Source: an optimization exercise on an open RTL-to-GDS flow (aim: small area and few clock cycles per item). Production flows keep margins and buffers that such runs may drop.
At most, simulation tests tie the RTL to the original design; equivalence was not proved.
Function not checked in runs 3 and 4: the RTL went through the layout flow alone.

**design/flow/config.mk**
```make
export PLATFORM = sky130hd
export DESIGN_NAME = aes128_enc
export DESIGN_NICKNAME = aes128_enc
export VERILOG_FILES = /design/flow/design.v
export SDC_FILE = /design/flow/constraint.sdc
export NUM_CORES = 4
export LEC_CHECK = 0
export CAP_MARGIN = 20
export CELL_PAD_IN_SITES_DETAIL_PLACEMENT = 0
export CELL_PAD_IN_SITES_GLOBAL_PLACEMENT = 0
export CORE_MARGIN = 2
export CORE_UTILIZATION = 72
export CTS_BUF_LIST = sky130_fd_sc_hd__clkbuf_4 sky130_fd_sc_hd__clkbuf_8
export SLEW_MARGIN = 20
```
**design/flow/constraint.sdc**
```tcl
create_clock -name core_clock -period 8.0 [get_ports {clk}]
set_input_delay 1.6000 -clock core_clock [delete_from_list [all_inputs] [get_ports {clk}]]
set_output_delay 1.6000 -clock core_clock [all_outputs]
set_load 0.01 [all_outputs]
```
**design/flow/design.v**
```verilog
module aes_sbox (
    input  wire [7:0] in,
    output wire [7:0] out
);
    wire g000;
    wire g001;
    wire g002;
    wire g003;
    wire g004;
    wire g005;
    wire g006;
    wire g007;
    wire g008;
    wire g009;
    wire g010;
    wire g011;
    wire g012;
    wire g013;
    wire g014;
    wire g015;
    wire g016;
    wire g017;
    wire g018;
    wire g019;
    wire g020;
    wire g021;
    wire g022;
    wire g023;
    wire g024;
    wire g025;
    wire g026;
    wire g027;
    wire g028;
    wire g029;
    wire g030;
    wire g031;
    wire g032;
    wire g033;
    wire g034;
    wire g035;
    wire g036;
    wire g037;
    wire g038;
    wire g039;
    wire g040;
    wire g041;
    wire g042;
    wire g043;
    wire g044;
    wire g045;
    wire g046;
    wire g047;
    wire g048;
    wire g049;
    wire g050;
    wire g051;
    wire g052;
    wire g053;
    wire g054;
    wire g055;
    wire g056;
    wire g057;
    wire g058;
    wire g059;
    wire g060;
    wire g061;
    wire g062;
    wire g063;
    wire g064;
    wire g065;
    wire g066;
    wire g067;
    wire g068;
    wire g069;
    wire g070;
    wire g071;
    wire g072;
    wire g073;
    wire g074;
    wire g075;
    wire g076;
    wire g077;
    wire g078;
    wire g079;
    wire g080;
    wire g081;
    wire g082;
    wire g083;
    wire g084;
    wire g085;
    wire g086;
    wire g087;
    wire g088;
    wire g089;
    wire g090;
    wire g091;
    wire g092;
    wire g093;
    wire g094;
    wire g095;
    wire g096;
    wire g097;
    wire g098;
    wire g099;
    wire g100;
    wire g101;
    wire g102;
    wire g103;
    wire g104;
    wire g105;
    wire g106;
    wire g107;
    wire g108;
    wire g109;
    wire g110;
    assign g029 = (~in[1]&~in[3]) | (in[1]&in[3]);
    assign g030 = (~in[2]&~in[5]) | (in[2]&in[5]);
    assign g031 = (~g029&~g030) | (g029&g030);
    assign g032 = (in[6]&~in[5]) | (~in[6]&in[5]);
    assign g033 = (~in[0]&~g032) | (in[0]&g032);
    assign g034 = (g031&~g033) | (~g031&g033);
    assign g035 = (in[2]&~in[7]) | (~in[2]&in[7]);
    assign g036 = (~in[4]&~in[7]) | (in[4]&in[7]);
    assign g037 = (g029&~g036) | (~g029&g036);
    assign g038 = (g032&~g037) | (~g032&g037);
    assign g039 = (g035) | (g038);
    assign g040 = (~in[4]&~g033) | (in[4]&g033);
    assign g041 = (~in[0]) | (~g040);
    assign g042 = (in[2]&~in[4]) | (~in[2]&in[4]);
    assign g043 = (~in[7]&~in[1]) | (in[7]&in[1]);
    assign g044 = (~g042&~g043) | (g042&g043);
    assign g045 = (~g037) | (~g044);
    assign g046 = (~in[2]&~in[6]) | (in[2]&in[6]);
    assign g047 = (~g029&~g046) | (g029&g046);
    assign g048 = (~g036&~g047);
    assign g049 = (~g045&~g048) | (g045&g048);
    assign g050 = (~g041&~g049) | (g041&g049);
    assign g051 = (g039&~g050) | (~g039&g050);
    assign g052 = (~g051);
    assign g053 = (in[7]) | (~g033);
    assign g054 = (~g035) | (~g038);
    assign g055 = (~g053&~g054) | (g053&g054);
    assign g056 = (~in[1]&~g033) | (in[1]&g033);
    assign g057 = (~g031&~g056);
    assign g058 = (g048&~g057) | (~g048&g057);
    assign g059 = (~g055&~g058) | (g055&g058);
    assign g060 = (~g051) | (~g059);
    assign g061 = (~g035&~g056) | (g035&g056);
    assign g062 = (~in[0]&~g037) | (in[0]&g037);
    assign g063 = (~g061&~g062);
    assign g064 = (g036&g047);
    assign g065 = (~g045&~g064) | (g045&g064);
    assign g066 = (g030&~g036) | (~g030&g036);
    assign g067 = (g042&g066);
    assign g068 = (~g065&~g067) | (g065&g067);
    assign g069 = (~g063&~g068) | (g063&g068);
    assign g070 = (~g048&~g067) | (~g039);
    assign g071 = (~in[7]) | (~g031);
    assign g072 = (~in[1]&~g034);
    assign g073 = (~g071&~g072) | (g071&g072);
    assign g074 = (~g070&~g073) | (g070&g073);
    assign g075 = (g059&~g074) | (~g059&g074);
    assign g076 = (~g051&~g075);
    assign g077 = (~g060&~g076) | (~g069&~g076);
    assign g078 = (g034&g077);
    assign g079 = (~g069&~g075);
    assign g080 = (g051&g069);
    assign g081 = (~g052&~g074);
    assign g082 = (~g060&~g080&~g081) | (~g079&~g080&~g081);
    assign g083 = (~g082&g056);
    assign g084 = (~g078&~g083) | (g078&g083);
    assign g085 = (g069) | (g081);
    assign g086 = (~g085);
    assign g087 = (~g059) | (~g085);
    assign g088 = (~g080&~g086) | (~g087);
    assign g089 = (~g031&~g088);
    assign g090 = (~g051&~g059) | (~g074);
    assign g091 = (g080&g090) | (g087&g090);
    assign g092 = (~g077&~g091) | (g077&g091);
    assign g093 = (~g052&~g059) | (~g074);
    assign g094 = (~g079&g093);
    assign g095 = (g091&g094) | (g059&g074);
    assign g096 = (g082&~g095) | (~g082&g095);
    assign g097 = (~g092&~g096) | (g092&g096);
    assign g098 = (~g042) | (~g097);
    assign g099 = (~g036&~g092);
    assign g100 = (~g098&~g099) | (g098&g099);
    assign g101 = (g089&~g100) | (~g089&g100);
    assign g102 = (g043) | (g088);
    assign g103 = (~in[0]) | (~g091);
    assign g104 = (~g037) | (~g094);
    assign g105 = (g103&~g104) | (~g103&g104);
    assign g106 = (g102&~g105) | (~g102&g105);
    assign g107 = (g084&~g106) | (~g084&g106);
    assign out[0] = (~g101&~g107) | (g101&g107);
    assign g108 = (g084&~g100) | (~g084&g100);
    assign g109 = (~g066) | (~g097);
    assign g110 = (~g038) | (~g096);
    assign g000 = (g102&~g110) | (~g102&g110);
    assign g001 = (~g109&~g000) | (g109&g000);
    assign g002 = (~g033&~g082);
    assign g003 = (~g001&~g002) | (g001&g002);
    assign out[1] = (~g108&~g003) | (g108&g003);
    assign g004 = (~g061&~g095);
    assign g005 = (g002&~g004) | (~g002&g004);
    assign g006 = (~g101&~g005) | (g101&g005);
    assign g007 = (~g040) | (~g091);
    assign g008 = (~in[7]&~g033) | (in[7]&g033);
    assign g009 = (~g077) | (~g008);
    assign g010 = (g105&~g007) | (~g105&g007);
    assign g011 = (~g001&~g009) | (g001&g009);
    assign g012 = (~g010&~g011) | (g010&g011);
    assign out[2] = (~g006&~g012) | (g006&g012);
    assign g013 = (~g078&~g103) | (g078&g103);
    assign g014 = (~g044) | (~g094);
    assign g015 = (~g062&~g095);
    assign g016 = (~g014&~g015) | (g014&g015);
    assign g017 = (~g005&~g013) | (g005&g013);
    assign g018 = (~g016&~g017) | (g016&g017);
    assign out[3] = (g100&~g018) | (~g100&g018);
    assign g019 = (~g104&~g016) | (g104&g016);
    assign out[4] = (~g006&~g019) | (g006&g019);
    assign g020 = (~g039) | (~g054) | (~g096);
    assign g021 = (g106&~g020) | (~g106&g020);
    assign g022 = (~g048&~g064&~g092);
    assign g023 = (~g009&~g022) | (g009&g022);
    assign out[5] = (~g021&~g023) | (g021&g023);
    assign g024 = (~g047&~g092);
    assign g025 = (~g109&~g024) | (g109&g024);
    assign g026 = (~g100&~g025) | (g100&g025);
    assign g027 = (~g004&~g019) | (g004&g019);
    assign out[6] = (~g026&~g027) | (g026&g027);
    assign g028 = (~g014&~g025) | (g014&g025);
    assign out[7] = (~g006&~g028) | (g006&g028);
endmodule
module aes128_enc (
    input  wire         clk,
    input  wire         rst,         
    input  wire         start,
    input  wire [127:0] key,
    input  wire [127:0] block_in,
    output wire         ready,
    output reg          done,
    output wire [127:0] block_out
);
    reg  [7:0]  idle_q;
    wire        idle = idle_q[0];
    reg  [7:0]  rcon;
    wire        last = (rcon == 8'h36);
    reg [127:0] state;               
    reg [127:0] round_key;           
    assign ready = idle;
    wire [127:0] shifted;
    genvar r, c;
    generate
        for (c = 0; c < 4; c = c + 1) begin : g_col
            for (r = 0; r < 4; r = r + 1) begin : g_row
                assign shifted[127-8*(4*c+r) -: 8] = state[127-8*(4*(((c+r)%4))+r) -: 8];
            end
        end
    endgenerate
    assign block_out = shifted ^ round_key;
    function [7:0] xtime;
        input [7:0] a;
        xtime = {a[6:0], 1'b0} ^ (a[7] ? 8'h1b : 8'h00);
    endfunction
    wire [127:0] mixed;
    generate
        for (c = 0; c < 4; c = c + 1) begin : g_mix
            wire [7:0] a0 = shifted[127-32*c -: 8];
            wire [7:0] a1 = shifted[119-32*c -: 8];
            wire [7:0] a2 = shifted[111-32*c -: 8];
            wire [7:0] a3 = shifted[103-32*c -: 8];
            wire [7:0] p01 = a0 ^ a1;
            wire [7:0] p12 = a1 ^ a2;
            wire [7:0] p23 = a2 ^ a3;
            wire [7:0] p30 = a3 ^ a0;
            wire [7:0] t   = p01 ^ p23;
            assign mixed[127-32*c -: 8] = a0 ^ t ^ xtime(p01);
            assign mixed[119-32*c -: 8] = a1 ^ t ^ xtime(p12);
            assign mixed[111-32*c -: 8] = a2 ^ t ^ xtime(p23);
            assign mixed[103-32*c -: 8] = a3 ^ t ^ xtime(p30);
        end
    endgenerate
    wire [127:0] s_in, k_in;
    genvar g;
    generate
        for (g = 0; g < 4; g = g + 1) begin : g_in
            assign s_in[127-32*g -: 32] = idle_q[g]   ? block_in[127-32*g -: 32] : mixed[127-32*g -: 32];
            assign k_in[127-32*g -: 32] = idle_q[g+4] ? key[127-32*g -: 32]      : round_key[127-32*g -: 32];
        end
    endgenerate
    wire [127:0] x = s_in ^ k_in;
    wire [127:0] sub;
    genvar i;
    generate
        for (i = 0; i < 16; i = i + 1) begin : g_sbox
            aes_sbox u_sbox (.in(x[127-8*i -: 8]), .out(sub[127-8*i -: 8]));
        end
    endgenerate
    wire [31:0] w0 = k_in[127:96];
    wire [31:0] w1 = k_in[95:64];
    wire [31:0] w2 = k_in[63:32];
    wire [31:0] w3 = k_in[31:0];
    wire [31:0] sub_rot;             
    aes_sbox u_ks0 (.in(w3[23:16]), .out(sub_rot[31:24]));
    aes_sbox u_ks1 (.in(w3[15:8]),  .out(sub_rot[23:16]));
    aes_sbox u_ks2 (.in(w3[7:0]),   .out(sub_rot[15:8]));
    aes_sbox u_ks3 (.in(w3[31:24]), .out(sub_rot[7:0]));
    wire [31:0] n0 = w0 ^ sub_rot ^ {rcon, 24'h000000};
    wire [31:0] n1 = w1 ^ n0;
    wire [31:0] n2 = w2 ^ n1;
    wire [31:0] n3 = w3 ^ n2;
    integer j;
    always @(posedge clk) begin
        for (j = 0; j < 8; j = j + 1) begin
            if (rst)
                idle_q[j] <= 1'b1;
            else if (idle_q[j])
                idle_q[j] <= !start;
            else
                idle_q[j] <= last;
        end
    end
    always @(posedge clk) begin
        if (rst) begin
            rcon <= 8'h01;
            done <= 1'b0;
        end else begin
            done <= !idle && last;
            if (idle)
                rcon <= start ? 8'h02 : 8'h01;
            else if (last)
                rcon <= 8'h01;
            else
                rcon <= xtime(rcon);
        end
    end
    always @(posedge clk) begin
        state     <= sub;
        round_key <= {n0, n1, n2, n3};
    end
endmodule
```
**design/flow/flow/run.sh**
```bash
#!/bin/bash
# Own layout flow: the standard flow (standard.sh) unchanged except for
# ABC's technology mapping in synthesis, which uses flow/abc_map.script
# (area-oriented mapping) in place of ORFS's speed script. Yosys's passes,
# register names, floorplan, placement, CTS, routing and finish are the
# standard flow's. Run in the standard flow's work folder: bash flow/run.sh
set -euo pipefail
W=$(pwd)
F=$W/flow

# Synthesis script: synth_recipe.tcl with the abc call's -script replaced.
{
  head -n 1 synth_recipe.tcl
  cat <<TCL
proc abc {args} {
  set i [lsearch -exact \$args -script]
  if {\$i >= 0} { lset args [expr {\$i + 1}] $F/abc_map.script }
  yosys abc {*}\$args
}
TCL
  tail -n +2 synth_recipe.tcl
} > my_synth.tcl

sed "s#$W/synth_recipe.tcl#$W/my_synth.tcl#g" standard.sh > my_standard.sh
grep -q "my_synth.tcl" my_standard.sh

bash my_standard.sh \
  ADDER_MAP_FILE= \
  BUFFER_PORTS_ARGS="-buffer_cell sky130_fd_sc_hd__buf_1" \
  CTS_ARGS="-sink_clustering_enable -repair_clock_nets -dont_use_dummy_load -sink_clustering_size 12 -sink_clustering_max_diameter 60 -buf_list {sky130_fd_sc_hd__clkbuf_4 sky130_fd_sc_hd__clkbuf_8}" \
  finish > flow_make.log 2>&1
```
**design/flow/flow/abc_map.script**
```
&get -n
&dch
&nf -R 1000
&put
```
**design/flow/standard.sh**
```bash
#!/bin/bash
# synth_recipe.tcl (not shown) runs the flow's synth.tcl, then flattens the netlist and writes it again
# the make line also repeats each setting of config.mk as NAME=value (left out here)
make -C /OpenROAD-flow-scripts/flow DESIGN_CONFIG=/design/flow/config.mk WORK_HOME=/design/flow/orfs CLKGATE_MAP_FILE= SYNTH_SCRIPT=/design/flow/synth_recipe.tcl "${@:-finish}"
```
==> results of run 1 <==
## flip-flops by register name, summed over array words and instances (netlist names)
| signal | flops |
|---|---|
| state | 128 |
| rcon | 8 |
| idle_q | 8 |
| done | 1 |
| round_key | 128 |
## cells in the mapped netlist, drive strengths merged
| library cell | n | area (um^2) |
|---|---|---|
| nand2b | 45 | 281.5 |
| a221oi | 2 | 17.52 |
| a22oi | 1 | 7.510 |
| a2bb2oi | 1 | 8.760 |
| a22o | 1 | 8.760 |
| nand3 | 12 | 60.06 |
| o31ai | 4 | 30.03 |
| a311oi | 4 | 35.03 |
| nor2 | 363 | 1363 |
| nor2b | 70 | 437.9 |
| xor2 | 786 | 6884 |
| nand2 | 348 | 1306 |
| o211a | 6 | 60.06 |
| nand4 | 1 | 6.260 |
| a21boi | 8 | 60.06 |
| a21o | 7 | 52.55 |
| nor3b | 17 | 127.6 |
| o21bai | 1 | 7.510 |
| mux2i | 155 | 1551 |
| and3 | 6 | 37.54 |
| o211ai | 7 | 52.55 |
| a31oi | 3 | 18.77 |
| xnor2 | 1436 | 12580 |
| o21ai | 159 | 795.8 |
| clkinv | 60 | 225.2 |
| o21a | 1 | 7.510 |
| nor4bb | 1 | 10.01 |
| o2bb2ai | 2 | 17.52 |
| a31o | 4 | 35.03 |
| nor3 | 25 | 125.1 |
| dfxtp | 273 | 5465 |
| nand3b | 3 | 22.52 |
| o221a | 4 | 45.04 |
| o22ai | 22 | 137.6 |
| a211oi | 1 | 7.510 |
| or3 | 2 | 12.51 |
| and2 | 25 | 156.4 |
| a21oi | 31 | 155.2 |
| o221ai | 1 | 8.760 |
| or3b | 2 | 17.52 |
| or2 | 18 | 112.6 |
## per-stage QoR
step,cells,util
final,5010,0.8037
after global routing,5009,0.8036
after CTS,5009,0.8036
after detailed placement,4973,0.7924
after global placement,4973,0.7924
after floorplan,3918,-
## final timing paths
path                  start            end  cells past startpoint
setup / recovery    key[14]  round_key[18]                     22
hold / removal      rcon[6]        rcon[7]                      1
setup reg to reg  idle_q[7]  round_key[18]                     22
hold reg to reg     rcon[6]        rcon[7]                      1
## metal layers
layer	GRT usage	wire [um]	share of wire
met5	0	0	0
met4	0.3578	10360	0.091
met3	0.07865	11940	0.10
met2	0.7341	48160	0.42
met1	0.5896	43510	0.38
## cell families after synthesis
group                     after synthesis  synth area share
AOI/OAI and AO/OA                     270           0.04850
muxes                                 155           0.04796
and+or+nand+nor                       938            0.1260
buffers and inverters                  60          0.006962
DFF                                   273            0.1689
xor gates and xnor gates             2222            0.6016
## layout make-up
type | instances | area, um^2 | area share
inverters | 60 | 225.2 | 0.006323
diodes | 1 | 2.502 | 0.00007026
repair buffers | 463 | 2019 | 0.05670
multi-input cells | 3585 | 26660 | 0.7485
clock buffers | 36 | 495.5 | 0.01391
well taps | 592 | 740.7 | 0.02080
flip-flops and latches | 273 | 5475 | 0.1537
==> results.tsv, run 1 <==
metric	value	unit
grt_antenna_before_repair	3	
hold_slack	0.5178	ns
detailedPlace.worstSlack	0.1857	ns
core.rowCount	77	
status	complete, no violations	
clk_latency	0.63	ns
yosysSeqAreaShare	0.1689	
worst_slew_pin_slew	1.018	ns
mostFrequentLayoutCell	xnor2_1	
min_period	7.281	ns
most_repeated_library_cell_on_the_critical_path	xnor2_1	
i_o_pin_count	389	
slowest_delay	0.61	ns
via_count_of_the_first_global_routing_pass	29210	
grt_start_max_net_pins	55	
post_synth_instance_area	32350	um^2
worst_path_buffer_plus_inverter_count	2	
yosys_warning_total	1	
mostFrequentLayoutCells	xnor2_1, xor2_1, buf_1, nor2_1, nand2_1	
reg2reg_setup_slack	0.75	ns
syn_inst	3918	
mappedNetlistNets	4177	
endpoint_kind	flip-flop	
cts-htree-levels	2	
finalWorstSetupSlack	0.7191	ns
timing.clock.skew	0.05077	ns
cts-buffers-inserted	36	
cts-resized-gates	0	
die_height	216.0	um
startpoint_types	primary input	
timing.hold.worst.class	flip-flop to flip-flop	
gp_congestion	1.071	
layout.filler_cells	3058	
post-route-cell-area	35620	um^2
cts_hold_repair.buffers	0	
critPathSlowestCell	mux2i_1	
clock_sinks	273	
die_w	216.0	um
crit_family	XOR/XNOR gates	
critPathRequiredTime	8.49	ns
via_per_inst	5.877	
timing.critical_path.cells	buf_1, mux2i_1, xnor2_1, xnor2_1, xnor2_1, nand2_1, xor2_1, xnor2_1, clkinv_1, a21oi_1, a31o_1, o22ai_1, xnor2_1, xor2_1, nor2b_1, xnor2_1, xnor2_1, xnor2_1, xnor2_1, xnor2_1, xnor2_1, xnor2_1	
vias	29450	
placement.io_buffers	388	
drive_gt1_frac	0.02694	
final_net_count	4678	
floorplan.initialDensity	0.7299	
period_share	0.9101	
core_region_area	44320	um^2
clock.fmax	0.1373	GHz
netlist-cell-type-count	41	
overall_routing_resource_usage	0.4736	
overflow	0	
grt_setup_unrepaired	no	
drt_pre_antenna_iters	8	
detail_route.wl_per_cell	22.75	um
finalMaxSlewViolations	0	
timing_hold_violations_final	0	
area_delta_synth_final	10.10	%
routed_wl	114000	um
clkSlewWorstSetupHoldPaths	0.08	ns
slew_headroom	0.3162	
instance_area_after_placement	35120	um^2
wire_length_of_the_first_global_routing_pass	169400	um
post_cts.repair.setup_buffers	0	
cp_data_arrival_time	7.77	ns
drc	0	
detailedRoute.firstIterationViolations	3207	
path_max_fanout	6	
max_cap_violations	0	
dieArea	46640	um^2
ys_ff_latch	273	
cts_max_path_buffers	3	
dp_hpwl	95870	um
tritoncts	yes	
timing.setup.tns	0	ns
worstSetupPathType	primary input to flip-flop	
antenna_left	0	
synthesis.area_per_instance	8.256	um^2
root_buffer	clkbuf_8	
setup_viol_count_final	0	
Testbench counts, summed over its fixed seeds: cycles 16,008, blocks 1,600.
==> run 2, diff against run 1 <==
--- a/design/flow/flow/run.sh
+++ b/design/flow/flow/run.sh
@@ -27,5 +27,5 @@
 bash my_standard.sh \
   ADDER_MAP_FILE= \
   BUFFER_PORTS_ARGS="-buffer_cell sky130_fd_sc_hd__buf_1" \
-  CTS_ARGS="-sink_clustering_enable -repair_clock_nets -dont_use_dummy_load -sink_clustering_size 12 -sink_clustering_max_diameter 60 -buf_list {sky130_fd_sc_hd__clkbuf_4 sky130_fd_sc_hd__clkbuf_8}" \
+  CTS_ARGS="-sink_clustering_enable -repair_clock_nets -dont_use_dummy_load -sink_clustering_size 16 -sink_clustering_max_diameter 80 -buf_list {sky130_fd_sc_hd__clkbuf_4 sky130_fd_sc_hd__clkbuf_8}" \
   finish > flow_make.log 2>&1
==> run 2 against run 1 <==
Area after synthesis did not move. Global-route usage fell by 0.47 points. Cell area fell by 0.53%.
==> results.tsv, run 2 <==
metric	value	unit	change
status	complete, no violations		
die_w	216.0	um	unchanged
yosys_warning_total	1		unchanged
finish.cell_count_without_fillers	4998		-0.24%
synth_area_in_xor_xnor	0.6016		unchanged
ranking_of_synthesized_cells_by_area	xnor2_1, xor2_1, dfxtp_1		
wire_length_of_the_first_global_routing_pass	168300	um	-0.65%
critPathSlowestCell	mux2i_1		
most_repeated_library_cell_on_the_critical_path	xnor2_1		
grt_antenna_before_repair	4		+1
regArea	5475	um^2	unchanged
vias	29270		-0.61%
gp_congestion	1.071		unchanged
area_delta_synth_final	9.523	%	
timing_hold_violations_final	0		unchanged
cts-resized-gates	0		unchanged
timing.clock.skew	0.04108	ns	-0.009694 ns
dominant_combinational_cell_family_by_area_after_synthesis	XOR/XNOR gates		
placement.io_buffers	388		unchanged
yosys.area_share.adder	0		unchanged
mappedNetlistNets	4177		unchanged
setup_viol_count_final	0		unchanged
floorplan.initialDensity	0.7299		unchanged
mostFrequentLayoutCells	xnor2_1, xor2_1, buf_1, nor2_1, nand2_1		
post_synth_instance_area	32350	um^2	unchanged
routed_wl	113200	um	-0.71%
cts_max_path_buffers	3		unchanged
i_o_pin_count	389		unchanged
antenna_left	0		unchanged
syn_inst	3918		unchanged
post_cts.repair.setup_buffers	0		unchanged
cts-htree-levels	1		-1
core_region_area	44320	um^2	unchanged
share_of_flip_flops_with_an_asynchronous_set_or_reset	0		unchanged
synthMostInstantiatedCell	xnor2_1		
timing.critical_path.cells	buf_1, mux2i_1, xnor2_1, xnor2_1, xnor2_1, nand2_1, xor2_1, xnor2_1, clkinv_1, a21oi_1, a31o_1, o22ai_1, xnor2_1, xor2_1, nor2b_1, xnor2_1, xnor2_1, xnor2_1, xnor2_1, xnor2_1, xnor2_1, xnor2_1		
post-synth-top-area-cell	xnor2_1		
layout.filler_cells	3080		+0.72%
worstSetupPathType	primary input to flip-flop		
overall_routing_resource_usage	0.4689		-0.004708
slowest_delay	0.61	ns	about the same
dieArea	46640	um^2	unchanged
final_net_count	4664		-0.30%
postSynth.topFlopCell	dfxtp_1		
biggestRegsByFlops	round_key x128, state x128		
clkSlewWorstSetupHoldPaths	0.12	ns	+0.04 ns
core.rowCount	77		unchanged
via_per_inst	5.855		-0.38%
slew_headroom	0.3146		-0.001610
synth_compound_area_frac	0.04850		unchanged
grt_start_max_net_pins	55		unchanged
timing.setup.tns	0	ns	unchanged
hold_path.startpoint	rcon[6]		
finalMaxSlewViolations	0		unchanged
multi_input_comb_area	26660	um^2	unchanged
grt_setup_unrepaired	no		
worst_path_buffer_plus_inverter_count	2		unchanged
die_height	216.0	um	unchanged
overflow	0		unchanged
cp_data_arrival_time	7.75	ns	-0.02 ns
reg2reg_setup_slack	0.77	ns	+0.02 ns
placedCellCount	4973		unchanged
timing.hold.worst.class	flip-flop to flip-flop		
tritoncts	yes		
detail_route.wl_per_cell	22.64	um	-0.48%
synth_top_cells_by_count	xnor2_1, xor2_1, nor2_1, nand2_1, dfxtp_1		
drt_pre_antenna_iters	5		-3
drive_gt1_frac	0.02385		-0.003094
startpoint_types	primary input		
yosys-mux-area-fraction	0.04796		unchanged
via_count_of_the_first_global_routing_pass	29110		-0.35%
cts_hold_repair.buffers	0		unchanged
critPathRequiredTime	8.48	ns	about the same
dp_hpwl	95870	um	unchanged
max_cap_violations	0		unchanged
timing.rr.start	idle_q[7]		
crit_family	XOR/XNOR gates		
netlist-cell-type-count	41		unchanged
period_share	0.9085		-0.001603
synth_enable_flop_cells	0		unchanged
clock.fmax	0.1376	GHz	+0.18%
path_max_fanout	6		unchanged
detailedRoute.firstIterationViolations	3495		+9.0%
clock_sinks	273		unchanged
ys_ff_latch	273		unchanged
mostFrequentLayoutCell	xnor2_1		
synthDominantCellAreaShare	0.3888		unchanged
synthesis.area_per_instance	8.256	um^2	unchanged
min_period	7.268	ns	-0.01282 ns
finalCoreUtilization	0.7994		-0.004235
launch_point_of_the_worst_path	key[14]		
clk_latency	0.60	ns	-0.03 ns
cts-buffers-inserted	22		-39%
yosysSeqAreaShare	0.1689		unchanged
post_synth_and_or_nand_nor_area_fraction	0.1260		unchanged
worst_slew_pin_slew	1.028	ns	+0.009733 ns
drc	0		unchanged
endpoint_kind	flip-flop		
root_buffer	clkbuf_8		
-- run 2: cell counts after synthesis --
No cell type changed its count.
-- run 2: worst paths after layout --
kind	to	cells past startpoint
min	rcon[7]	1
max	round_key[18]	22
min reg2reg	rcon[7]	1
max reg2reg	round_key[18]	22
-- run 2: final cells by class --
cell class              count  area share
well taps                 592     0.02091
clock buffers              22    0.008546
diodes                      3   0.0002119
multi-input cells        3585      0.7524
inverters                  60    0.006357
flip-flops and latches    273      0.1545
repair buffers            463     0.05700
-- run 2: per-layer routing --
metal / vias to the layer above / part of all wire / global-route usage
met3: 463 / 0.11 / 0.08739
met1: 13610 / 0.38 / 0.5802
met4: 2 / 0.089 / 0.3429
li1: 13350 / - / -
met2: 1841 / 0.42 / 0.7293
met5: - / 0.00014 / 0
-- run 2: stage by stage --
stage	setup slack (ns)	area [um^2]	hold WS, ns
global route	0.3065	35420	0.4949
global placement	0.4600	35120	0.4974
detailed placement	0.1857	35120	0.5020
finish	0.7319	35430	0.4722
CTS	0.7951	35420	0.4796
floorplan	1.439	32350	0.4751
-- run 2: logic make-up after synthesis --
| group | after synthesis |
|---|---|
| and+or+nand+nor | 938 |
| buffers and inverters | 60 |
| AOI/OAI and AO/OA | 270 |
| xor gates and xnor gates | 2222 |
| DFF | 273 |
| muxes | 155 |
==> run 3, diff against run 2 <==
--- a/design/flow/design.v
+++ b/design/flow/design.v
@@ -243,7 +243,7 @@
     output reg          done,
     output wire [127:0] block_out
 );
-    reg  [7:0]  idle_q;
+    reg  [3:0]  idle_q;
     wire        idle = idle_q[0];
     reg  [7:0]  rcon;
     wire        last = (rcon == 8'h36);
@@ -286,8 +286,8 @@
     genvar g;
     generate
         for (g = 0; g < 4; g = g + 1) begin : g_in
-            assign s_in[127-32*g -: 32] = idle_q[g]   ? block_in[127-32*g -: 32] : mixed[127-32*g -: 32];
-            assign k_in[127-32*g -: 32] = idle_q[g+4] ? key[127-32*g -: 32]      : round_key[127-32*g -: 32];
+            assign s_in[127-32*g -: 32] = idle_q[g/2]   ? block_in[127-32*g -: 32] : mixed[127-32*g -: 32];
+            assign k_in[127-32*g -: 32] = idle_q[g/2+2] ? key[127-32*g -: 32]      : round_key[127-32*g -: 32];
         end
     endgenerate
     wire [127:0] x = s_in ^ k_in;
@@ -313,7 +313,7 @@
     wire [31:0] n3 = w3 ^ n2;
     integer j;
     always @(posedge clk) begin
-        for (j = 0; j < 8; j = j + 1) begin
+        for (j = 0; j < 4; j = j + 1) begin
             if (rst)
                 idle_q[j] <= 1'b1;
             else if (idle_q[j])
==> run 3 against run 2 <==
Register-to-register slack improved by 0.02 ns. Sequential share of layout area decreased by 0.16 points. Maximum frequency increased by 0.73%. Wire length decreased by 2.6%. Die area decreased by 0.25%. Largest cell class unchanged. Worst setup slack improved by 0.053 ns. Utilization decreased by 0.092 points. Non-clock buffer count decreased by 9. Critical path depth decreased by 1. Critical endpoint is now round_key[6].
==> results.tsv, run 3 <==
metric	value	unit	change
status	complete, no violations		
timing_hold_violations_final	0		unchanged
final_net_count	4648		-0.34%
period_share	0.9019		-0.006585
wirelength_met1	43210	um	+0.83%
instance_area_after_placement	34970	um^2	-0.41%
placement.io_buffers	388		unchanged
ys_ff_latch	269		-1.5%
wl_met2	46680	um	-2.8%
path_max_fanout	6		unchanged
netlist-cell-type-count	38		-7.3%
synthMostInstantiatedCell	xnor2_1		
n_antenna_cell	0		-3
met3_length	12150	um	-0.32%
mappedNetlistNets	4168		-0.22%
critPathRequiredTime	8.53	ns	+0.05 ns
via_count_of_the_first_global_routing_pass	27540		-5.4%
timing.hold.worst.class	flip-flop to flip-flop		
drc	0		unchanged
synth_top_cells_by_count	xnor2_1, xor2_1, nand2_1, nor2_1, dfxtp_1		
share_of_flip_flops_with_an_asynchronous_set_or_reset	0		unchanged
die_w	215.7	um	-0.13%
clock.fmax	0.1386	GHz	+0.73%
detailedRoute.firstIterationViolations	2990		-14%
biggestRegsByFlops	round_key x128, state x128, rcon x8		
via_per_inst	5.756		-1.7%
post_cts.repair.setup_buffers	0		unchanged
yosys_warning_total	1		unchanged
clkSlewWorstSetupHoldPaths	0.11	ns	about the same
mostFrequentLayoutCell	xnor2_1		
finalMaxSlewViolations	0		unchanged
synthesis.area_per_instance	8.254	um^2	about the same
core.rowCount	77		unchanged
post-synth-top-area-cell	xnor2_1		
overall_routing_resource_usage	0.4592		-0.009650
gp_congestion	1.085		+1.4%
post-route-cell-area	35310	um^2	-0.33%
root_buffer	clkbuf_8		
startpoint_types	primary input		
synth_enable_flop_cells	0		unchanged
cts-htree-levels	1		unchanged
postSynth.topFlopCell	dfxtp_1		
timing.setup.tns	0	ns	unchanged
setup_viol_count_final	0		unchanged
post_synth_instance_area	32270	um^2	-0.26%
grt_setup_unrepaired	no		
clk_latency	0.65	ns	+0.05 ns
mostFrequentLayoutCells	xnor2_1, xor2_1, buf_1, nand2_1, nor2_1		
cp_data_arrival_time	7.74	ns	about the same
synthDominantCellAreaShare	0.3833		-0.005520
route.top_layer_used	met4		
dieArea	46520	um^2	-0.25%
cts_max_path_buffers	3		unchanged
worstSetupPathType	primary input to flip-flop		
min_period	7.215	ns	-0.05268 ns
max_cap_violations	0		unchanged
cts_hold_repair.buffers	0		unchanged
detail_route.wl_per_cell	22.14	um	-2.2%
routed_wl	110200	um	-2.6%
vias	28660		-2.1%
grt_antenna_before_repair	1		-3
endpoint_kind	flip-flop		
yosysSeqAreaShare	0.1669		-0.002049
slew_headroom	0.2594		-0.05518
clock_sinks	269		-1.5%
drive_gt1_frac	0.02165		-0.002192
die_height	215.7	um	-0.13%
cts-buffers-inserted	24		+9.1%
dp_hpwl	93930	um	-2.0%
floorplan.initialDensity	0.7296		about the same
syn_inst	3909		-0.23%
timing.clock.skew	0.06512	ns	+0.02404 ns
drt_pre_antenna_iters	6		+1
area_delta_synth_final	9.439	%	about the same
tritoncts	yes		
i_o_pin_count	389		unchanged
grt_start_max_net_pins	88		+60%
wire_length_of_the_first_global_routing_pass	163600	um	-2.8%
core_region_area	44220	um^2	-0.22%
overflow	0		unchanged
cts-resized-gates	0		unchanged
antenna_left	0		unchanged
ranking_of_synthesized_cells_by_area	xnor2_1, xor2_1, dfxtp_1		
worst_slew_pin_slew	1.103	ns	+0.07484 ns
## run 3: cell types whose count changed after synthesis, sizes merged, moves of 7 or more
cell	change
xnor2	-24
nand2b	+7
nor2	-30
xor2	+22
nand3	+8
clkinv	+14
## run 3: cells by family after synthesis
kind of cell / Yosys count / synth area share
and+or+nand+nor: 929 / 0.1261
DFF: 269 / 0.1669
AOI/OAI and AO/OA: 260 / 0.04711
xor gates and xnor gates: 2220 / 0.6026
muxes: 157 / 0.04870
buffers and inverters: 74 / 0.008609
## run 3: cell type report
type                       instances  area, um^2
clock buffer                      24       330.3
fill                            3253        8910
inverter                          74       277.8
multi-input combinational       3566       26610
sequential                       269        5400
tap                              592       740.7
timing repair buffer             454        1952
## run 3: critical path: stages
cell and delay, ns:
buf_1 0.07, mux2i_1 0.57, xnor2_1 0.25, xor2_1 0.52, xor2_1 0.33, nand2_1 0.11
xor2_1 0.17, xnor2_1 0.42, clkinv_1 0.20, o22ai_1 0.33, o22ai_1 0.21, xor2_1 0.34
xor2_1 0.13, nor2b_1 0.16, xnor2_1 0.51, xor2_1 0.18, xnor2_1 0.37, xnor2_1 0.19
xnor2_1 0.69, xnor2_1 0.21, xnor2_1 0.17
## run 3: final timing paths
path	start	slack (ns)	end	cells past startpoint
min	rcon[1]	0.52	rcon[2]	1
max reg2reg	idle_q[3]	0.79	round_key[6]	20
min reg2reg	rcon[1]	0.52	rcon[2]	1
max	key[30]	0.78	round_key[6]	21
## run 3: stage by stage
stage | util | hold WS (ns) | worst slack (ns) | instances
2_1_floorplan | - | 0.4763 | 0.3838 | 3909
3_3_place_gp | 0.7909 | 0.4976 | 0.4906 | 4955
3_5_place_dp | 0.7909 | 0.4998 | 0.3653 | 4955
4_1_cts | 0.7983 | 0.5194 | 0.7388 | 4979
5_1_grt | 0.7985 | 0.5371 | 0.1051 | 4979
6_report | 0.7985 | 0.5198 | 0.7846 | 4979
## run 3: metal layers
| layer | global-route usage | vias up |
|---|---|---|
| li1 | - | 13280 |
| met1 | 0.5948 | 13350 |
| met2 | 0.7089 | 1687 |
| met3 | 0.08654 | 346 |
| met4 | 0.2761 | 0 |
| met5 | 0 | - |
==> run 4, diff against run 3 <==
--- a/design/flow/design.v
+++ b/design/flow/design.v
@@ -243,7 +243,7 @@
     output reg          done,
     output wire [127:0] block_out
 );
-    reg  [3:0]  idle_q;
+    reg  [1:0]  idle_q;
     wire        idle = idle_q[0];
     reg  [7:0]  rcon;
     wire        last = (rcon == 8'h36);
@@ -260,34 +260,17 @@
         end
     endgenerate
     assign block_out = shifted ^ round_key;
-    function [7:0] xtime;
-        input [7:0] a;
-        xtime = {a[6:0], 1'b0} ^ (a[7] ? 8'h1b : 8'h00);
-    endfunction
     wire [127:0] mixed;
-    generate
-        for (c = 0; c < 4; c = c + 1) begin : g_mix
-            wire [7:0] a0 = shifted[127-32*c -: 8];
-            wire [7:0] a1 = shifted[119-32*c -: 8];
-            wire [7:0] a2 = shifted[111-32*c -: 8];
-            wire [7:0] a3 = shifted[103-32*c -: 8];
-            wire [7:0] p01 = a0 ^ a1;
-            wire [7:0] p12 = a1 ^ a2;
-            wire [7:0] p23 = a2 ^ a3;
-            wire [7:0] p30 = a3 ^ a0;
-            wire [7:0] t   = p01 ^ p23;
-            assign mixed[127-32*c -: 8] = a0 ^ t ^ xtime(p01);
-            assign mixed[119-32*c -: 8] = a1 ^ t ^ xtime(p12);
-            assign mixed[111-32*c -: 8] = a2 ^ t ^ xtime(p23);
-            assign mixed[103-32*c -: 8] = a3 ^ t ^ xtime(p30);
-        end
-    endgenerate
+    mix_column u_mc0 (.col(shifted[127:96]), .mixed(mixed[127:96]));
+    mix_column u_mc1 (.col(shifted[95:64]),  .mixed(mixed[95:64]));
+    mix_column u_mc2 (.col(shifted[63:32]),  .mixed(mixed[63:32]));
+    mix_column u_mc3 (.col(shifted[31:0]),   .mixed(mixed[31:0]));
     wire [127:0] s_in, k_in;
     genvar g;
     generate
         for (g = 0; g < 4; g = g + 1) begin : g_in
-            assign s_in[127-32*g -: 32] = idle_q[g/2]   ? block_in[127-32*g -: 32] : mixed[127-32*g -: 32];
-            assign k_in[127-32*g -: 32] = idle_q[g/2+2] ? key[127-32*g -: 32]      : round_key[127-32*g -: 32];
+            assign s_in[127-32*g -: 32] = idle_q[0] ? block_in[127-32*g -: 32] : mixed[127-32*g -: 32];
+            assign k_in[127-32*g -: 32] = idle_q[1] ? key[127-32*g -: 32]      : round_key[127-32*g -: 32];
         end
     endgenerate
     wire [127:0] x = s_in ^ k_in;
@@ -311,9 +294,13 @@
     wire [31:0] n1 = w1 ^ n0;
     wire [31:0] n2 = w2 ^ n1;
     wire [31:0] n3 = w3 ^ n2;
+    function [7:0] xtime;
+        input [7:0] a;
+        xtime = {a[6:0], 1'b0} ^ (a[7] ? 8'h1b : 8'h00);
+    endfunction
     integer j;
     always @(posedge clk) begin
-        for (j = 0; j < 4; j = j + 1) begin
+        for (j = 0; j < 2; j = j + 1) begin
             if (rst)
                 idle_q[j] <= 1'b1;
             else if (idle_q[j])
@@ -341,3 +328,180 @@
         round_key <= {n0, n1, n2, n3};
     end
 endmodule
+module mix_column (
+    input wire [31:0] col,
+    output wire [31:0] mixed
+);
+    wire g000;
+    wire g001;
+    wire g002;
+    wire g003;
+    wire g004;
+    wire g005;
+    wire g006;
+    wire g007;
+    wire g008;
+    wire g009;
+    wire g010;
+    wire g011;
+    wire g012;
+    wire g013;
+    wire g014;
+    wire g015;
+    wire g016;
+    wire g017;
+    wire g018;
+    wire g019;
+    wire g020;
+    wire g021;
+    wire g022;
+    wire g023;
+    wire g024;
+    wire g025;
+    wire g026;
+    wire g027;
+    wire g028;
+    wire g029;
+    wire g030;
+    wire g031;
+    wire g032;
+    wire g033;
+    wire g034;
+    wire g035;
+    wire g036;
+    wire g037;
+    wire g038;
+    wire g039;
+    wire g040;
+    wire g041;
+    wire g042;
+    wire g043;
+    wire g044;
+    wire g045;
+    wire g046;
+    wire g047;
+    wire g048;
+    wire g049;
+    wire g050;
+    wire g051;
+    wire g052;
+    wire g053;
+    wire g054;
+    wire g055;
+    wire g056;
+    wire g057;
+    wire g058;
+    wire g059;
+    wire g060;
+    wire g061;
+    wire g062;
+    wire g063;
+    wire g064;
+    wire g065;
+    wire g066;
+    wire g067;
+    wire g068;
+    wire g069;
+    assign g040 = (col[29]&~col[5]) | (~col[29]&col[5]);
+    assign g041 = (~col[22]&~col[14]) | (col[22]&col[14]);
+    assign g042 = (col[30]&~col[22]) | (~col[30]&col[22]);
+    assign g043 = (~col[14]&~g040) | (col[14]&g040);
+    assign mixed[6] = (~g042&~g043) | (g042&g043);
+    assign g044 = (col[28]&~col[4]) | (~col[28]&col[4]);
+    assign g045 = (col[21]&~col[13]) | (~col[21]&col[13]);
+    assign g046 = (col[21]&~col[29]) | (~col[21]&col[29]);
+    assign g047 = (~col[29]&~g045) | (col[29]&g045);
+    assign mixed[5] = (~g044&~g047) | (g044&g047);
+    assign g048 = (col[23]&~col[31]) | (~col[23]&col[31]);
+    assign g049 = (col[23]&~col[15]) | (~col[23]&col[15]);
+    assign g050 = (~col[19]&~col[11]) | (col[19]&col[11]);
+    assign g051 = (~g049&~g050) | (g049&g050);
+    assign g052 = (~col[12]&~g051) | (col[12]&g051);
+    assign g053 = (~g048&~g052) | (g048&g052);
+    assign g054 = (col[20]&~col[28]) | (~col[20]&col[28]);
+    assign g055 = (~col[11]&~g054) | (col[11]&g054);
+    assign g056 = (col[19]&~col[27]) | (~col[19]&col[27]);
+    assign g057 = (~col[3]&~g056) | (col[3]&g056);
+    assign g058 = (~col[15]&~col[7]) | (col[15]&col[7]);
+    assign g059 = (~g057&~g058) | (g057&g058);
+    assign g060 = (~g055&~g059) | (g055&g059);
+    assign mixed[4] = (~g053&~g060) | (g053&g060);
+    assign g061 = (~col[11]&~g056) | (col[11]&g056);
+    assign g062 = (~col[31]&~col[7]) | (col[31]&col[7]);
+    assign g063 = (col[26]&~col[2]) | (~col[26]&col[2]);
+    assign g064 = (~g062&~g063) | (g062&g063);
+    assign mixed[3] = (~g061&~g064) | (g061&g064);
+    assign g065 = (~col[25]&~col[1]) | (col[25]&col[1]);
+    assign g066 = (~col[18]&~col[10]) | (col[18]&col[10]);
+    assign g067 = (~col[26]&~g066) | (col[26]&g066);
+    assign mixed[2] = (~g065&~g067) | (g065&g067);
+    assign g068 = (col[16]&~col[8]) | (~col[16]&col[8]);
+    assign g069 = (~col[9]&~g049) | (col[9]&g049);
+    assign g000 = (~g068&~g069) | (g068&g069);
+    assign g001 = (col[17]&~col[25]) | (~col[17]&col[25]);
+    assign g002 = (col[16]&~col[0]) | (~col[16]&col[0]);
+    assign g003 = (~col[0]&~g068) | (col[0]&g068);
+    assign mixed[24] = (~g048&~g003) | (g048&g003);
+    assign g004 = (col[24]&~g058) | (~col[24]&g058);
+    assign g005 = (~mixed[24]&~g004) | (mixed[24]&g004);
+    assign g006 = (~g001&~g005) | (g001&g005);
+    assign mixed[1] = (~g000&~g006) | (g000&g006);
+    assign g007 = (~col[0]&~g049) | (col[0]&g049);
+    assign mixed[0] = (~g005&~g007) | (g005&g007);
+    assign g008 = (~col[30]&~col[6]) | (col[30]&col[6]);
+    assign g009 = (~col[22]&~col[13]) | (col[22]&col[13]);
+    assign g010 = (~col[5]&~g009) | (col[5]&g009);
+    assign mixed[14] = (~g008&~g010) | (g008&g010);
+    assign g011 = (col[5]&~col[12]) | (~col[5]&col[12]);
+    assign g012 = (~col[4]&~g011) | (col[4]&g011);
+    assign mixed[13] = (~g046&~g012) | (g046&g012);
+    assign g013 = (~col[4]&~g056) | (col[4]&g056);
+    assign mixed[12] = (g060&~g013) | (~g060&g013);
+    assign g014 = (col[10]&~col[2]) | (~col[10]&col[2]);
+    assign mixed[11] = (~g059&~g014) | (g059&g014);
+    assign g015 = (col[26]&~col[9]) | (~col[26]&col[9]);
+    assign g016 = (col[2]&~col[1]) | (~col[2]&col[1]);
+    assign g017 = (~col[18]&~g016) | (col[18]&g016);
+    assign mixed[10] = (~g015&~g017) | (g015&g017);
+    assign g018 = (col[1]&~col[16]) | (~col[1]&col[16]);
+    assign g019 = (~col[24]&~g018) | (col[24]&g018);
+    assign g020 = (~g048&~g019) | (g048&g019);
+    assign mixed[9] = (~g006&~g020) | (g006&g020);
+    assign mixed[8] = (~g002&~g004) | (g002&g004);
+    assign g021 = (~col[14]&~col[6]) | (col[14]&col[6]);
+    assign g022 = (g045&~g021) | (~g045&g021);
+    assign mixed[22] = (~col[30]&~g022) | (col[30]&g022);
+    assign g023 = (col[20]&~col[12]) | (~col[20]&col[12]);
+    assign g024 = (~col[13]&~g040) | (col[13]&g040);
+    assign mixed[21] = (~g023&~g024) | (g023&g024);
+    assign mixed[20] = (~g044&~g052) | (g044&g052);
+    assign g025 = (~g057&~g066) | (g057&g066);
+    assign mixed[19] = (~g051&~g025) | (g051&g025);
+    assign g026 = (~col[17]&~g014) | (col[17]&g014);
+    assign mixed[18] = (~g015&~g026) | (g015&g026);
+    assign mixed[17] = (~g065&~g000) | (g065&g000);
+    assign g027 = (col[8]&~col[24]) | (~col[8]&col[24]);
+    assign mixed[16] = (~g007&~g027) | (g007&g027);
+    assign g028 = (col[22]&~g046) | (~col[22]&g046);
+    assign mixed[30] = (~g021&~g028) | (g021&g028);
+    assign g029 = (~col[5]&~g045) | (col[5]&g045);
+    assign mixed[29] = (~g054&~g029) | (g054&g029);
+    assign g030 = (~g048&~g023) | (g048&g023);
+    assign mixed[28] = (g013&~g030) | (~g013&g030);
+    assign g031 = (~col[18]&~g048) | (col[18]&g048);
+    assign g032 = (col[3]&~col[26]) | (~col[3]&col[26]);
+    assign g033 = (~g050&~g032) | (g050&g032);
+    assign mixed[27] = (~g031&~g033) | (g031&g033);
+    assign g034 = (col[18]&~col[25]) | (~col[18]&col[25]);
+    assign mixed[26] = (~g026&~g034) | (g026&g034);
+    assign g035 = (~col[17]&~col[9]) | (col[17]&col[9]);
+    assign mixed[25] = (~g020&~g035) | (g020&g035);
+    assign g036 = (col[15]&~g048) | (~col[15]&g048);
+    assign mixed[7] = (~g008&~g036) | (g008&g036);
+    assign g037 = (col[7]&~g048) | (~col[7]&g048);
+    assign mixed[15] = (~g021&~g037) | (g021&g037);
+    assign g038 = (~col[15]&~g041) | (col[15]&g041);
+    assign mixed[23] = (~g062&~g038) | (g062&g038);
+    assign g039 = (~col[7]&~g049) | (col[7]&g049);
+    assign mixed[31] = (~g042&~g039) | (g042&g039);
+endmodule
==> run 4 against run 3 <==
Still clean on timing, DRC and antenna. Highest routed layer is now met5. Maximum frequency decreased by 3.9%. Global-route usage increased by 2.2 points. Wire length increased by 4.7%.
==> results.tsv, run 4 <==
metric	value	unit	change
status	complete, no violations		
biggestRegsByFlops	round_key x128, state x128, rcon x8		
i_o_pin_count	389		unchanged
postSynth.topFlopCell	dfxtp_1		
hold_path_stages	1		unchanged
grt_antenna_before_repair	3		+2
via_per_inst	5.921		+2.9%
grt_start_max_net_pins	122		+39%
clkSlewWorstSetupHoldPaths	0.12	ns	about the same
area_delta_synth_final	10.11	%	
clk_latency	0.65	ns	about the same
timing.hold.worst.class	flip-flop to flip-flop		
post_cts.repair.setup_buffers	0		unchanged
cts-resized-gates	0		unchanged
worst_slew_pin_slew	1.069	ns	-0.03437 ns
cts_max_path_buffers	3		unchanged
root_buffer	clkbuf_8		
synthDominantCellAreaShare	0.4002		+0.01692
finish.cell_count_without_fillers	4950		-0.58%
setup_viol_count_final	0		unchanged
yosys_warning_total	1		unchanged
clock.fmax	0.1332	GHz	-3.9%
mostFrequentLayoutCells	xnor2_1, xor2_1, buf_1, nor2_1, nand2_1		
syn_inst	3856		-1.4%
overall_routing_resource_usage	0.4809		+0.02164
path_max_fanout	6		unchanged
tritoncts	yes		
die_w	214.5	um	-0.54%
clock_sinks	267		-0.74%
timing.setup.tns	0	ns	unchanged
placement.io_buffers	388		unchanged
max_cap_violations	0		unchanged
ranking_of_synthesized_cells_by_area	xnor2_1, xor2_1, dfxtp_1		
timing.critical_path.cells	xor2_1, xnor2_1, xnor2_1, xnor2_1, mux2i_1, xor2_1, xor2_1, xor2_1, xor2_1, nand2_1, xnor2_1, nand2b_1, and2_0, nor2_1, a21oi_1, clkinv_1, o22ai_1, xor2_1, xnor2_1, nor2_1, xnor2_1, xnor2_1, xor2_1		
antenna_left	0		unchanged
reg2reg_setup_slack	0.49	ns	-0.30 ns
period_share	0.9387		+0.03679
grt_setup_unrepaired	no		
critical_path_depth	23		+9.5%
min_period	7.510	ns	+0.2943 ns
cts-htree-levels	1		unchanged
placedCellCount	4924		-0.63%
drive_gt1_frac	0.02618		+0.004522
synthesis.area_per_instance	8.275	um^2	+0.25%
met1_demand_to_capacity_share_in_global_routing	0.5917		-0.003108
endpoint_kind	flip-flop		
core.rowCount	77		unchanged
floorplan.initialDensity	0.7263		-0.003345
cts_hold_repair.buffers	0		unchanged
mappedNetlistNets	4115		-1.3%
worstSetupPathType	flip-flop to flip-flop		
gr-max-usage-layer	met2		
die_height	214.5	um	-0.54%
worst_path_buffer_plus_inverter_count	1		-1
gp_congestion	1.080		-0.44%
slew_headroom	0.2852		+0.02578
crit_family	XOR/XNOR gates		
startpoint_types	flip-flop		
wire_length_of_the_first_global_routing_pass	169700	um	+3.8%
ff2ff_path_depth	23		+15%
critPathSlowestCell	xor2_1		
synth_enable_flop_cells	0		unchanged
met3_usage	0.1014		+0.01488
multi_input_comb_area	26340	um^2	-1.0%
overflow	0		unchanged
finalMaxSlewViolations	0		unchanged
cp_data_arrival_time	7.95	ns	+0.21 ns
ys_ff_latch	267		-0.74%
detailedRoute.firstIterationViolations	2997		+0.23%
synthMostInstantiatedCell	xnor2_1		
cts-buffers-inserted	23		-4.2%
drt_pre_antenna_iters	6		unchanged
drc	0		unchanged
yosysSeqAreaShare	0.1675		+0.0006169
globalRouteMet2Util	0.7359		+0.02703
regArea	5353	um^2	-0.88%
layout.filler_cells	3019		-7.2%
synth_top_cells_by_count	xnor2_1, xor2_1, nor2_1, nand2_1, dfxtp_1		
mostFrequentLayoutCell	xnor2_1		
vias	29310		+2.3%
timing_hold_violations_final	0		unchanged
routed_wl	115500	um	+4.7%
core_region_area	43930	um^2	-0.65%
dp_hpwl	96380	um	+2.6%
post-route-cell-area	35130	um^2	-0.50%
share_of_flip_flops_with_an_asynchronous_set_or_reset	0		unchanged
post_synth_instance_area	31910	um^2	-1.1%
via_count_of_the_first_global_routing_pass	28760		+4.4%
critPathRequiredTime	8.44	ns	-0.09 ns
instance_area_after_placement	34810	um^2	-0.46%
netlist-cell-type-count	45		+18%
timing.clock.skew	0.07532	ns	+0.01020 ns
post-synth-top-area-cell	xnor2_1		
dieArea	46020	um^2	-1.1%
slowest_delay	0.84	ns	+0.15 ns
detail_route.wl_per_cell	23.33	um	+5.4%
final_net_count	4616		-0.69%
==> run 4: cell types whose count changed in the layout (fill, tap and decap cells not counted), moves of 19 or more <==
cell     before   now
xor2_1      807   737
a21oi_1      30    50
nor2_1      333   358
buf_4        66    85
nand2_1     349   315
xnor2_1    1412  1458
==> run 4: stage by stage <==
stage	setup WS [ns]	utilization	hold WS, ns
floorplan	0.8878	-	0.4751
global placement	0.5262	0.7924	0.4966
detailed placement	0.2789	0.7924	0.5110
CTS	0.8586	0.7996	0.5204
global route	0.1930	0.7996	0.5384
finish	0.4903	0.7998	0.5133
==> run 4: cells by family after synthesis <==
family | after synthesis | share of synthesized area
buf+inv | 59 | 0.006941
compound gates | 266 | 0.04815
xor+xnor | 2195 | 0.6025
mux | 159 | 0.04992
flops | 267 | 0.1675
simple gates | 910 | 0.1250
==> run 4: cell type report <==
type	count	area share
well taps	592	0.02108
inverters	59	0.006303
diodes	3	0.0002137
multi-input cells	3530	0.7497
clock buffers	23	0.009010
repair buffers	476	0.06132
flip-flops and latches	267	0.1523
==> run 4: per-layer routing <==
| metal | part of all wire | up-vias | routed length [um] |
|---|---|---|---|
| met2 | 0.42 | 1986 | 48650 |
| li1 | - | 13200 | - |
| met4 | 0.093 | 2 | 10720 |
| met1 | 0.37 | 13590 | 43170 |
| met3 | 0.11 | 532 | 12910 |
| met5 | 0.00011 | - | 13 |
==> run 4: path summary, 6_finish.rpt <==
path,start,end
setup reg to reg,state[15],state[84]
hold reg to reg,rcon[5],rcon[6]
setup / recovery,state[15],state[84]
hold / removal,rcon[5],rcon[6]
==> run 4: worst reg2reg max path, cell delays in order, from the launching register on <==
cell and delay [ns]:
dfxtp_1 0.62, xor2_1 0.52, xnor2_1 0.16, xnor2_1 0.29, xnor2_1 0.12, mux2i_1 0.18
xor2_1 0.84, xor2_1 0.40, xor2_1 0.41, xor2_1 0.31, nand2_1 0.15, xnor2_1 0.44
nand2b_1 0.18, and2_0 0.17, nor2_1 0.05, a21oi_1 0.41, clkinv_1 0.12, o22ai_1 0.30
xor2_1 0.38, xnor2_1 0.19, nor2_1 0.08, xnor2_1 0.49, xnor2_1 0.29, xor2_1 0.24
==> run 5, diff against run 4 <==
--- a/design/flow/design.v
+++ b/design/flow/design.v
@@ -243,7 +243,7 @@
     output reg          done,
     output wire [127:0] block_out
 );
-    reg  [1:0]  idle_q;
+    reg  [3:0]  idle_q;
     wire        idle = idle_q[0];
     reg  [7:0]  rcon;
     wire        last = (rcon == 8'h36);
@@ -269,8 +269,8 @@
     genvar g;
     generate
         for (g = 0; g < 4; g = g + 1) begin : g_in
-            assign s_in[127-32*g -: 32] = idle_q[0] ? block_in[127-32*g -: 32] : mixed[127-32*g -: 32];
-            assign k_in[127-32*g -: 32] = idle_q[1] ? key[127-32*g -: 32]      : round_key[127-32*g -: 32];
+            assign s_in[127-32*g -: 32] = idle_q[g/2]   ? block_in[127-32*g -: 32] : mixed[127-32*g -: 32];
+            assign k_in[127-32*g -: 32] = idle_q[g/2+2] ? key[127-32*g -: 32]      : round_key[127-32*g -: 32];
         end
     endgenerate
     wire [127:0] x = s_in ^ k_in;
@@ -300,7 +300,7 @@
     endfunction
     integer j;
     always @(posedge clk) begin
-        for (j = 0; j < 2; j = j + 1) begin
+        for (j = 0; j < 4; j = j + 1) begin
             if (rst)
                 idle_q[j] <= 1'b1;
             else if (idle_q[j])
==> run 5 against run 4 <==
Still clean. Die area up 0.37%. Worst hold slack better by 0.012 ns. First-iteration DRC count up 8.9%. Utilization down 0.12 points. Maximum frequency down 0.15%.
==> results.tsv, run 5 <==
metric	value	unit	change
cts-resized-gates	0		unchanged
mostFrequentLayoutCells	xnor2_1, xor2_1, buf_1, nand2_1, nor2_1		
timing_hold_violations_final	0		unchanged
setup_viol_count_final	0		unchanged
routed_wl	113900	um	-1.3%
biggestRegsByFlops	round_key x128, state x128, rcon x8		
gp_congestion	1.091		+0.96%
via_count_of_the_first_global_routing_pass	28580		-0.63%
hold_slack	0.5252	ns	+0.01192 ns
overflow	0		unchanged
drc	0		unchanged
max_cap_violations	0		unchanged
mappedNetlistNets	4124		+0.22%
finalMaxSlewViolations	0		unchanged
drt_pre_antenna_iters	6		unchanged
postSynth.topFlopCell	dfxtp_1		
dp_hpwl	96960	um	+0.60%
placement.io_buffers	388		unchanged
worst_slew_pin_slew	1.039	ns	-0.02996 ns
yosysSeqAreaShare	0.1681		+0.0006153
cts_max_path_buffers	3		unchanged
i_o_pin_count	389		unchanged
detailedRoute.firstIterationViolations	3265		+8.9%
wire_length_of_the_first_global_routing_pass	169300	um	-0.28%
post_synth_instance_area	32030	um^2	+0.38%
grt_setup_unrepaired	no		
cts-htree-levels	1		unchanged
clock_sinks	269		+0.75%
ranking_of_synthesized_cells_by_area	xnor2_1, xor2_1, dfxtp_1		
instance_area_after_placement	34820	um^2	about the same
placedCellCount	4923		-0.020%
status	complete, no violations		
tritoncts	yes		
grt_antenna_before_repair	4		+1
worstSetupPathType	flip-flop to flip-flop		
finish.cell_count_without_fillers	4949		-0.020%
cts_hold_repair.buffers	0		unchanged
netlist-cell-type-count	43		-4.4%
grt_start_max_net_pins	63		-48%
clkSlewWorstSetupHoldPaths	0.10	ns	-0.02 ns
die_height	214.9	um	+0.19%
overall_routing_resource_usage	0.4765		-0.004368
slew_headroom	0.2878		+0.002580
post-route-cell-area	35160	um^2	about the same
drive_gt1_frac	0.02434		-0.001837
layout.filler_cells	3162		+4.7%
finalCoreUtilization	0.7986		-0.001182
core_region_area	44030	um^2	+0.22%
clock.fmax	0.1330	GHz	-0.15%
synth_top_cells_by_count	xnor2_1, xor2_1, nand2_1, nor2_1, dfxtp_1		
synthDominantCellAreaShare	0.3979		-0.002337
dieArea	46190	um^2	+0.37%
path_max_fanout	41		+35
floorplan.initialDensity	0.7275		+0.001167
via_per_inst	5.859		-1.0%
die_w	214.9	um	+0.19%
ys_ff_latch	269		+0.75%
final_net_count	4616		unchanged
cp_data_arrival_time	8.03	ns	+0.08 ns
timing.clock.skew	0.07823	ns	+0.002917 ns
mostFrequentLayoutCell	xnor2_1		
post_cts.repair.setup_buffers	0		unchanged
share_of_flip_flops_with_an_asynchronous_set_or_reset	0		unchanged
core.rowCount	77		unchanged
min_period	7.521	ns	+0.01148 ns
timing.setup.tns	0	ns	unchanged
synthMostInstantiatedCell	xnor2_1		
cts-buffers-inserted	24		+4.3%
period_share	0.9402		+0.001436
area_delta_synth_final	9.774	%	
post-synth-top-area-cell	xnor2_1		
endpoint_kind	flip-flop		
reg2reg_setup_slack	0.48	ns	about the same
antenna_left	0		unchanged
yosys_warning_total	1		unchanged
synth_enable_flop_cells	0		unchanged
synthesis.area_per_instance	8.287	um^2	+0.15%
root_buffer	clkbuf_8		
vias	29000		-1.1%
critPathRequiredTime	8.51	ns	+0.07 ns
detail_route.wl_per_cell	23.02	um	-1.3%
syn_inst	3865		+0.23%
timing.hold.worst.class	flip-flop to flip-flop		
clk_latency	0.65	ns	about the same
startpoint_types	flip-flop		
-- run 5: cell types whose count changed after synthesis, moves of 4 or more --
cell,delta
nand2b_1,-28
clkinv_1,-4
a22oi_1,+4
nor2_1,-32
nand3_1,-4
nand3b_1,+4
and2_0,+7
and3_1,+7
or2_0,+10
xor2_1,+10
nand2_1,+27
o21ai_0,+4
-- run 5: cells by family after synthesis --
group,synth area share
multiplexers,0.05067
XOR/XNOR,0.6021
buffers and inverters,0.006446
flip-flops,0.1681
AO/OA/AOI/OAI,0.04918
AND/OR/NAND/NOR,0.1234
-- run 5: worst paths after layout --
| check | from | end | cells after the start |
|---|---|---|---|
| worst max-delay path | idle_q[2] | state[90] | 19 |
| worst min-delay path | rcon[6] | rcon[7] | 1 |
| worst max register to register | idle_q[2] | state[90] | 19 |
| worst min register to register | rcon[6] | rcon[7] | 1 |
-- run 5: layer usage --
metal / share of wire / GRT usage
met2: 0.43 / 0.7416
met1: 0.38 / 0.5927
met3: 0.11 / 0.1011
met5: 0.00028 / 0
met4: 0.081 / 0.3201
-- run 5: layout make-up --
cell class                 count  area, um^2  area share
timing repair buffer         466        2042     0.05808
tap                          592       740.7     0.02107
multi-input combinational   3541       26440      0.7519
sequential                   269        5398      0.1535
antenna                        2       5.005   0.0001423
clock buffer                  24       330.3    0.009395
inverter                      55       206.4    0.005872
-- run 5: critical path: stages, from the launching register on --
cell and delay [ns]:
dfxtp_4 0.89, buf_4 0.38, mux2i_1 0.80, xor2_1 0.39, xnor2_1 0.58, xor2_1 0.44, xnor2_1 0.19, nor2_1 0.24
xnor2_1 0.12, xnor2_1 0.44, xnor2_1 0.16, nor2b_1 0.17, a221oi_1 0.54, xnor2_1 0.29, xnor2_1 0.28, nand2_1 0.12
xnor2_1 0.52, xnor2_1 0.21, xnor2_1 0.43, xnor2_1 0.16
-- run 5: per-stage QoR --
step	setup WS [ns]
6_report	0.4788
5_1_grt	0.07606
4_1_cts	0.7133
3_5_place_dp	0.2714
3_3_place_gp	0.3427
2_1_floorplan	0.06490
Testbench counts of run 5, summed over its fixed seeds: cycles 16,008, blocks 1,600.

[port drivers added, routing unchanged]
In the flow no input, the clock included, has a driving cell. The finished layouts below were timed again as built, in two steps.
Step 1 assumes that a clkbuf_16 drives the clock port and a buf_2 every other input.
Step 2 times the ports against the registers' clock, not the clock port: input delays grow and output delays shrink by t, the midpoint of the rising clock arrivals with the driver on.
Three values: no drivers, after step 1, after step 2; two values: the first two.
| run | shift t [ns] | setup WS [ns] | clock arrival spread, ns | slew at the worst register clock pin (ns) |
|---|---|---|---|---|
| run 1 | 0.659 | 0.719 / 0.747 / 0.094 | 0.051 / 0.051 | 0.09 / 0.09 |
| run 2 | 0.643 | 0.732 / 0.772 / 0.128 | 0.042 / 0.041 | 0.12 / 0.12 |
| run 3 | 0.661 | 0.785 / 0.790 / 0.147 | 0.065 / 0.065 | 0.12 / 0.12 |
| run 4 | 0.670 | 0.490 / 0.490 / 0.065 | 0.076 / 0.076 | 0.12 / 0.12 |
| run 5 | 0.665 | 0.479 / 0.479 / -0.018 | 0.079 / 0.079 | 0.11 / 0.11 |
With both steps, setup timing fails in run 5, where it was met with ideal ports. The setup slack of run 3, which loses most, moves by +0.005 ns with the drivers and by -0.638 ns with both steps.
